Context: an optimization exercise on an open-source flow, tuned for small area. The choices shown serve that exercise and are no tape-out recipe.
In this exercise RTL edits were held to simulation tests only and were not proved equivalent to the original.

==> design.v <==
module coulomb_section (
    input  wire               clk,
    input  wire               rst,          
    input  wire               mod_bit,      
    input  wire        [13:0] cal,          
    input  wire               preset,       
    input  wire        [63:0] preset_val,
    output reg                sample_valid,
    output reg  signed [31:0] sample,       
    output reg                sample_ovr,
    output reg         [63:0] q_d,          
    output reg         [63:0] q_c           
);
    localparam integer W = 12;                  
    localparam [33:0]  SCALE = 34'd10000000;    
    localparam [33:0]  MAG_MAX = 34'd2000000;   
    reg         [3:0]   phase;
    reg  signed [W-1:0] int1, int2, int3;
    reg  signed [W-1:0] comb1_d, comb2_d, comb3_d;
    wire signed [W-1:0] x      = mod_bit ? 1 : -1;
    wire signed [W-1:0] int1_n = int1 + x;
    wire signed [W-1:0] int2_n = int2 + int1_n;
    wire signed [W-1:0] int3_n = int3 + int2_n;
    wire signed [W-1:0] c1 = int3_n - comb1_d;
    wire signed [W-1:0] c2 = c1 - comb2_d;
    wire signed [W-1:0] c3 = c2 - comb3_d;
    reg                 dec_valid;
    reg  signed [W-1:0] dec;
    always @(posedge clk) begin
        if (rst) begin
            phase     <= 4'd0;
            int1      <= 0;
            int2      <= 0;
            int3      <= 0;
            comb1_d   <= 0;
            comb2_d   <= 0;
            comb3_d   <= 0;
            dec       <= 0;
            dec_valid <= 1'b0;
        end else begin
            int1      <= int1_n;
            int2      <= int2_n;
            int3      <= int3_n;
            dec_valid <= 1'b0;
            if (phase == 4'd9) begin
                phase     <= 4'd0;
                comb1_d   <= int3_n;
                comb2_d   <= c1;
                comb3_d   <= c2;
                dec       <= c3;
                dec_valid <= 1'b1;
            end else begin
                phase <= phase + 4'd1;
            end
        end
    end
    wire        dec_neg = dec[W-1];
    wire [10:0] dec_abs = dec_neg ? 11'(-dec) : 11'(dec);
    wire [33:0] prod    = {23'd0, dec_abs} * SCALE;
    wire        sat     = ({3'd0, dec_abs} * 14'd5) >= cal;
    reg  [20:0] quo;
    reg  [14:0] part;
    integer     i;
    always @(*) begin
        part = {2'b00, prod[33:21]};
        quo  = 21'd0;
        for (i = 20; i >= 0; i = i - 1) begin
            part = {part[13:0], prod[i]};
            if (part >= {1'b0, cal}) begin
                part   = part - {1'b0, cal};
                quo[i] = 1'b1;
            end
        end
    end
    reg         mag_valid;
    reg  [20:0] mag;
    reg         mag_neg;
    reg         mag_ovr;
    always @(posedge clk) begin
        if (rst) begin
            mag_valid <= 1'b0;
            mag       <= 21'd0;
            mag_neg   <= 1'b0;
            mag_ovr   <= 1'b0;
        end else begin
            mag_valid <= dec_valid;
            if (dec_valid) begin
                mag     <= sat ? MAG_MAX[20:0] : quo;
                mag_neg <= dec_neg;
                mag_ovr <= sat || (dec_abs == 11'd1000);
            end
        end
    end
    reg  [9:0]  rem_d, rem_c;
    wire [20:0] acc_d = {11'd0, rem_d} + mag;
    wire [20:0] acc_c = {11'd0, rem_c} + mag;
    always @(posedge clk) begin
        if (rst) begin
            rem_d        <= 10'd0;
            rem_c        <= 10'd0;
            q_d          <= preset ? preset_val : 64'd0;
            q_c          <= preset ? preset_val : 64'd0;
            sample_valid <= 1'b0;
            sample       <= 32'sd0;
            sample_ovr   <= 1'b0;
        end else begin
            sample_valid <= mag_valid;
            if (mag_valid) begin
                sample     <= mag_neg ? -$signed({11'd0, mag}) : $signed({11'd0, mag});
                sample_ovr <= mag_ovr;
                if (mag_neg) begin
                    q_c   <= q_c + 64'(acc_c / 21'd1000);
                    rem_c <= 10'(acc_c % 21'd1000);
                end else begin
                    q_d   <= q_d + 64'(acc_d / 21'd1000);
                    rem_d <= 10'(acc_d % 21'd1000);
                end
            end
        end
    end
endmodule
==> run.sh <==
#!/bin/bash
# synth_recipe.tcl (not shown) runs the flow's synth.tcl, then flattens the netlist and writes it again
# the make line also repeats each setting of config.mk as NAME=value (left out here)
make -C /OpenROAD-flow-scripts/flow DESIGN_CONFIG=/design/flow/config.mk WORK_HOME=/design/flow/orfs CLKGATE_MAP_FILE= SYNTH_SCRIPT=/design/flow/synth_recipe.tcl finish
==> config.mk <==
export PLATFORM = sky130hd
export DESIGN_NAME = coulomb_section
export DESIGN_NICKNAME = coulomb_section
export VERILOG_FILES = /design/flow/design.v
export SDC_FILE = /design/flow/constraint.sdc
export NUM_CORES = 4
export LEC_CHECK = 0
export CAP_MARGIN = 20
export CORE_MARGIN = 2
export CORE_UTILIZATION = 40
export PLACE_DENSITY = 0.6
export SLEW_MARGIN = 20
==> constraint.sdc <==
create_clock -name core_clock -period 100.0 [get_ports {clk}]
set_input_delay 20.0000 -clock core_clock [delete_from_list [all_inputs] [get_ports {clk}]]
set_output_delay 20.0000 -clock core_clock [all_outputs]
set_load 0.01 [all_outputs]
==> results_dict.tcl <==
set metrics [dict create \
    rrSetupSlack_ns 20.55 \
    clk_path_buf_depth 3 \
    drive_above_1_share_pct 8.11 \
    layout_min_cycle_time_ns 93.04 \
    dpl.hpwl_um 122000 \
    vias 47200 \
    rows 126 \
    port_buffers 243 \
    postRouteAntennaNets 0 \
    slew_headroom_pct 28.6 \
    period_share_pct 93.0 \
    seq_area_frac_synth_pct 15.0 \
    yosys-top-cells-area "ha_1 14%, edfxtp_1 8.0%, dfxtp_1 7.0%" \
    start_util_pct 40.4 \
    r2r-start "dec[0]" \
    die_area_mm2 0.123 \
    drt-total-wl_um 157000 \
    routabilityCongestion 0.944 \
    htree_levels 2 \
    crit_slowest_cell "or4_1" \
    cts-root-buf "clkbuf_16" \
    met2_length_um 70900 \
    synth_cell_types 151 \
    ys_warn_count 1 \
    fillers 11900 \
    worstMarginPinSlew_ns 1.06 \
    grt_pass1_vias 44400 \
    place_ws_ns 4.64 \
    syn_inst 6157 \
    drv_cap 0 \
    crit_path_end_kind "register" \
    cts_made_buffers 38 \
    fmax_mhz 10.7 \
    grt_max_degree 76 \
    grt_pass1_wl_um 245000 \
    fin_util_pct 45.1 \
    synth_seq_cells 295 \
    r2r-end "mag[0]" \
    syn_area_mm2 0.0479 \
    wl_met1_um 71700 \
    synth-async-reset-ratio_pct 0 \
    cpMostUsedCell "a21o_1" \
    globalRouteOverflowTotal 0 \
    area_growth_pct 11.6 \
    die_x_um 350 \
    r2r_cells 414 \
    drt_first_pass_iters 6 \
    syn_nets 6823 \
    finClkSkew_ns 0.0332 \
    synth_enable_flop_cells 128 \
    final_common_cell "a21oi_1" \
    cts_tree "built" \
    nets 7009 \
    final_cell_mix "561 x a21oi_1, 523 x ha_1, 483 x nand2_1" \
    viasPerCell 5.92 \
    worst_ep_required_time_ns 100.47 \
    min_to "rem_d[6]" \
    wire_per_inst_um 19.7 \
    setup_viol 0 \
    ioPinCount 244 \
    cts_hold_buffers 0 \
    synth_top_area_share_pct 13.7 \
    worstSetupPathType "input port to register" \
    status "complete, no violations" \
    track_usage_pct 24.5 \
    place_area_mm2 0.0520 \
    fin_setup_tns_ns 0 \
    start_kind "input port" \
    min_path_type "register to register" \
    syn_area_per_cell_um2 7.78 \
    cp_max_fo 24 \
    drt-initial-drc-count 3752 \
    maxSlewViolCount 0 \
    core_mm2 0.118 \
    path_clk_slew_ns 0.07 \
    postLayoutCellArea_mm2 0.0534 \
    place_inst 7894 \
    whs_path_depth 2 \
    fin_cells 7973 \
    antenna_found_initial 4 \
    final_hold_viol_count 0 \
    drc 0 \
    hold_ws_ns 0.455 \
    timing.final.ws_setup_ns 6.96 \
    cts.sinks 295 \
    dr_wl_met3_um 8820 \
    fp.dieH_um 350 \
    synth_area_leader_cell "ha_1" \
    hold_path_startpoint "rem_d[6]" \
    max_stage_delay_ns 0.58 \
    routed.top_layer "met4" \
    cp.arrival_ns 93.51 \
    clk_latency_ns 0.61 \
    ys.flop_type "dfxtp_1" \
]
-- cells in the mapped netlist, types with 17 or more instances --
cell type and n:
a211oi_1 91, a21boi_0 38, a21o_1 236, a21oi_1 562
a221oi_1 26, a31oi_1 46, and2_1 89, and3_1 69
and4_1 19, buf_2 21, clkbuf_1 131, clkbuf_8 17
dfxtp_1 167, edfxtp_1 128, fa_1 61, ha_1 523
inv_1 396, maj3_1 18, mux2_2 151, mux2i_1 62
nand2_1 485, nand2b_1 98, nand3_1 156, nand4_1 110
nor2_1 444, nor2b_1 75, nor3_1 116, nor4_1 45
o211a_1 18, o211ai_1 47, o21a_1 45, o21ai_0 380
o21ai_1 29, o21bai_1 68, o22ai_1 25, o31ai_1 61
or2_2 18, or3_1 34, or4_1 19, xnor2_1 333
xor2_1 251
-- state kept, by name, indices dropped and copies added (netlist names), 12 cells and up --
| signal | flops |
|---|---|
| int2 | 12 |
| comb1_d | 12 |
| int1 | 12 |
| int3 | 12 |
| q_c | 64 |
| comb2_d | 12 |
| dec | 12 |
| sample | 32 |
| comb3_d | 12 |
| mag | 21 |
| q_d | 64 |
-- per-layer routing --
metal / vias up / GRT usage, %
met5: - / 0
met4: 0 / 8.29
met3: 296 / 2.41
met2: 1432 / 39.7
met1: 22400 / 33.9
li1: 23100 / -
-- cells by family (layout without fill, tap and decap cells) --
kind of cell	Yosys count	in the layout	share of synthesized area [%]
other	0	1	0
buffers and inverters	602	815	5.36
multiplexers	217	217	4.98
flip-flops	295	295	15.0
AO/OA/AOI/OAI	1993	1994	27.8
AND/OR/NAND/NOR	1857	1858	19.4
adder cells (fa/ha/maj)	603	603	16.6
XOR/XNOR	590	590	10.9
-- cell type report --
| type | instances | area, um^2 | share of cell area (%) |
|---|---|---|---|
| clock buffer | 54 | 1080 | 2.02 |
| timing repair buffer | 343 | 3180 | 5.94 |
| inverter | 403 | 1520 | 2.84 |
| multi-input combinational | 5262 | 38300 | 71.6 |
| clock inverter | 15 | 203 | 0.379 |
| antenna | 1 | 2.50 | 0.00468 |
| sequential | 295 | 7190 | 13.5 |
| tap | 1600 | 2000 | 3.75 |
-- how the worst max path moves through the flow --
stage               cells past startpoint     end  slack, ns    from
global placement                      395  mag[0]       6.49  cal[5]
CTS                                   396  mag[0]       4.91  cal[5]
global route                          398  mag[0]      -0.06  cal[0]
detailed placement                    392  mag[0]       4.64  cal[5]
floorplan                             411  mag[0]      10.47  cal[5]
finish                                397  mag[0]       6.96  cal[5]
-- critical path: cells and delay by family --
kind	cells	cell delay (ns)
AO/OA/AOI/OAI	236	44.75
AND/OR/NAND/NOR	106	16.17
adder cells (fa/ha/maj)	21	5.84
buffers and inverters	25	4.03
multiplexers	8	2.50
XOR/XNOR	1	0.11
-- repair_timing --
item	in CTS	in global routing
buffers inserted	0	7
gates resized for setup	0	14
setup endpoints to repair	0	2
endpoints found under the hold margin	0	0

re-timing with driven ports:
No port has a modelled driver above. Below, the same layout with a new extraction and two added sets of constraints. Step 1: set_driving_cell puts a clkbuf_16 on clk and a buf_2 on each other input, an assumption about the parent block. Step 2 also shifts input and output timing later by t, the mid clock arrival at the registers, as if the neighbouring blocks saw the same clock. Slacks: ideal ports / drivers / drivers and shift; pairs: ideal ports / drivers.
t (ns): 0.669
slack for setup (ns): 6.959 / 7.012 / 6.343
latest minus earliest clock arrival (ns): 0.033 / 0.033
After both steps setup and hold are still met in this run. The setup slack of this run moves by +0.053 ns with the drivers and by -0.616 ns with both steps.
